What follows belongs to an exercise in optimizing a design on an open flow for small area; a production flow would make more cautious choices.
Only simulation tests tie the RTL to the original design; equivalence was not proved.
No activity file was given, so power comes from the tool's default toggle rates.

## lane 1
// fb_port
module fb_port (
    input  wire        clk,
    input  wire        rst,               
    input  wire [35:0] time_now,          
    input  wire [3:0]  fb_in,             
    input  wire [1:0]  cfg_mode,          
    input  wire [7:0]  cfg_filt_n,
    input  wire [3:0]  cfg_pol,
    input  wire        cfg_dir,
    input  wire [7:0]  cfg_err_limit,
    input  wire [15:0] cfg_err_decay,     
    input  wire        cfg_alarm_en,
    input  wire [1:0]  cfg_z_mode,
    input  wire [2:0]  cfg_z_gate,
    input  wire [35:0] cfg_index_period,
    input  wire [15:0] cfg_index_tol,
    input  wire [15:0] cfg_hall_ill_t,    
    input  wire        z_arm,
    input  wire        fault_reset,
    input  wire [1:0]  latch_clr,
    output reg  [35:0] pos,
    output reg  [35:0] edge_time,
    output wire [3:0]  lines,
    output wire [7:0]  hall_sector,
    output reg  [7:0]  err_level,
    output reg  [35:0] err_count,
    output reg  [1:0]  latch,
    output reg  [35:0] index_pos,
    output reg  [35:0] index_time,
    output reg  [35:0] index_count,
    output wire [13:0] status
);
    reg  [6:0] us_cnt;
    wire       us_tick = (us_cnt == 7'd99);
    wire [7:0] us_c;
    wire [6:0] us_inc;
    assign us_c[0] = 1'b1;
    genvar gi;
  ...
Size in the first run: ~2,100 cells after synthesis, roughly 410 I/O pins.
Settings: LEC_CHECK=0, CAP_MARGIN=20, CORE_MARGIN=2, CORE_UTILIZATION=40, SLEW_MARGIN=20; clock period 12.0 ns.
standard.sh (not shown) runs the stock make flow with config.mk's settings and CLKGATE_MAP_FILE= SYNTH_SCRIPT=/design/flow/synth_recipe.tcl, a recipe that flattens the netlist after the stock synthesis.
==> flow/flow/run.sh <==
#!/bin/bash
# Standard layout, with the smallest buffer on the ports, small clock
# buffers and no dummy clock-tree loads.
set -euo pipefail
export BUFFER_PORTS_ARGS="-buffer_cell sky130_fd_sc_hd__buf_1"
export CTS_ARGS="-sink_clustering_enable -repair_clock_nets -dont_use_dummy_load -buf_list sky130_fd_sc_hd__clkbuf_8 -sink_clustering_size 14 -sink_clustering_max_diameter 60"
bash standard.sh > standard.log 2>&1
### lane 1 -> lane 2
==> flow/flow/run.sh <==
#!/bin/bash
# Standard layout, with the smallest buffer on the ports and no dummy
# clock-tree loads.
set -euo pipefail
export BUFFER_PORTS_ARGS="-buffer_cell sky130_fd_sc_hd__buf_1"
export CTS_ARGS="-sink_clustering_enable -repair_clock_nets -dont_use_dummy_load"
bash standard.sh > standard.log 2>&1
[summary]
Summary of lane 2 over lane 1: global routing usage summed across all routing layers neither gained nor lost much, setup slack -0.026 ns, non-clock buffer contribution to total cell area decreased 0.16 points, largest net degree at the start of global routing saw little to no change. The final layout from lane 2, which completed every stage, passed the timing, design-rule and antenna checks at the end of the flow. Taking lane 1 as the reference, in lane 2 growth of design area from synthesis to finish increased 2.6 points; clock-buffer cell count increased 2.1%; average wire per cell in the routed design essentially unchanged. Compared with lane 1, lane 2 shows a sequential share of cell area that is 0.99 points lower.
Relative to lane 2, the following input files were edited for lane 3:
==> flow/flow/run.sh <==
#!/bin/bash
# Standard layout, with the smallest buffer on the ports, small clock
# buffers and no dummy clock-tree loads.
set -euo pipefail
export BUFFER_PORTS_ARGS="-buffer_cell sky130_fd_sc_hd__buf_1"
export CTS_ARGS="-sink_clustering_enable -repair_clock_nets -dont_use_dummy_load -buf_list sky130_fd_sc_hd__clkbuf_4 -sink_clustering_size 9 -sink_clustering_max_diameter 50"
bash standard.sh > standard.log 2>&1
## What came out
Minimum setup slack in the final design came out higher on lane 3 than on lane 2. For wire length, lane 3 and lane 2 come out practically identical. Re synthesized instance count: no difference whatsoever between lane 2 and lane 3.
--- input diff lane 3..lane 4 ---
==> flow/flow/run.sh <==
#!/bin/bash
# Standard layout, with the smallest buffer on the ports, small clock
# buffers and no dummy clock-tree loads.
set -euo pipefail
export BUFFER_PORTS_ARGS="-buffer_cell sky130_fd_sc_hd__buf_1"
export CTS_ARGS="-sink_clustering_enable -repair_clock_nets -dont_use_dummy_load -buf_list sky130_fd_sc_hd__clkbuf_4 -sink_clustering_size 10 -sink_clustering_max_diameter 60"
bash standard.sh > standard.log 2>&1
==> comparison <==
Summary — worst hold slack, lane 4 relative to lane 3: higher, by 0.0035 ns.
Between lane 4 and lane 3, the difference in wire length reported by the detailed router is negligible.
Lane 4 was carried through to the last stage, and its layout satisfied the timing, design-rule and antenna checks.
Diff lane 3 -> lane 4 | clock group share of total power | decrease of 1.4 points
~same final non-filler cell total in lane 4 and lane 3
Diff lane 3 -> lane 4: number of fill cells barely changed, part of the power in registers picked up an extra 1.3 points, placer congestion estimate held, post-route standard cell area excluding fillers saw little to no change, worst setup slack up 0.10 ns.
For lane 5, these inputs were changed with respect to lane 4:
==> flow/flow/run.sh <==
#!/bin/bash
# Standard layout, with the smallest buffer on the ports, small clock
# buffers and no dummy clock-tree loads.
set -euo pipefail
export BUFFER_PORTS_ARGS="-buffer_cell sky130_fd_sc_hd__buf_1"
export CTS_ARGS="-sink_clustering_enable -repair_clock_nets -dont_use_dummy_load -buf_list sky130_fd_sc_hd__clkbuf_4"
bash standard.sh > standard.log 2>&1
## What came out
Against lane 4, lane 5 comes in 10% higher on peak supply drop.
Lane 4 -> lane 5: floorplan die height flat
The lower global-route usage of lane 4 and lane 5 is in lane 4.
On lane 5: max-slew headroom at the worst pin is 1.2 points lower than what lane 4 gave.
Summary: cell area, lane 5 worse than lane 4
[diff] final critical-path setup slack, lane 5 relative to lane 4: regression
Against lane 4, lane 5 reports a total of clock buffers placed in the layout that is higher.
Power after layout: lane 5 > lane 4
Row relative area of clock buffers and inverters in the final design: lane 5 higher / lane 4 lower
End-of-flow core utilization, lane 4 and lane 5: lower on lane 4

-- what the ideal ports hide --
Ports are ideal in the flow. The routed layouts listed here were re-timed in OpenROAD.
Step 1, drivers: a clkbuf_16 drives clk and a buf_2 each remaining input, both assumed.
Step 2 times the ports against the registers' clock, not the clock port: input delays grow and output delays shrink by t, the midpoint of the rising clock arrivals with the driver on.
Three values: no drivers, after step 1, after step 2; two values: the first two.
| run | t, ns | slack for setup (ns) | hold slack, ns | worst slew at a driven data input, ns | cell pins on the clock port's net |
|---|---|---|---|---|---|
| lane 1 | 0.665 | 1.900 / 1.933 / 1.267 | 0.408 / 0.408 / 0.408 | 0.11 | 1 |
| lane 2 | 0.623 | 1.874 / 1.909 / 1.287 | 0.400 / 0.400 / 0.400 | 0.13 | 1 |
| lane 3 | 0.782 | 2.017 / 2.049 / 1.266 | 0.407 / 0.407 / 0.407 | 0.11 | 1 |
| lane 4 | 0.806 | 2.121 / 2.153 / 1.347 | 0.411 / 0.411 / 0.411 | 0.11 | 1 |
| lane 5 | 0.900 | 2.078 / 2.110 / 1.210 | 0.398 / 0.398 / 0.398 | 0.11 | 1 |
After both steps every run listed still meets setup and hold. The setup slack of lane 5, which loses most, moves by +0.032 ns with the drivers and by -0.868 ns with both steps.
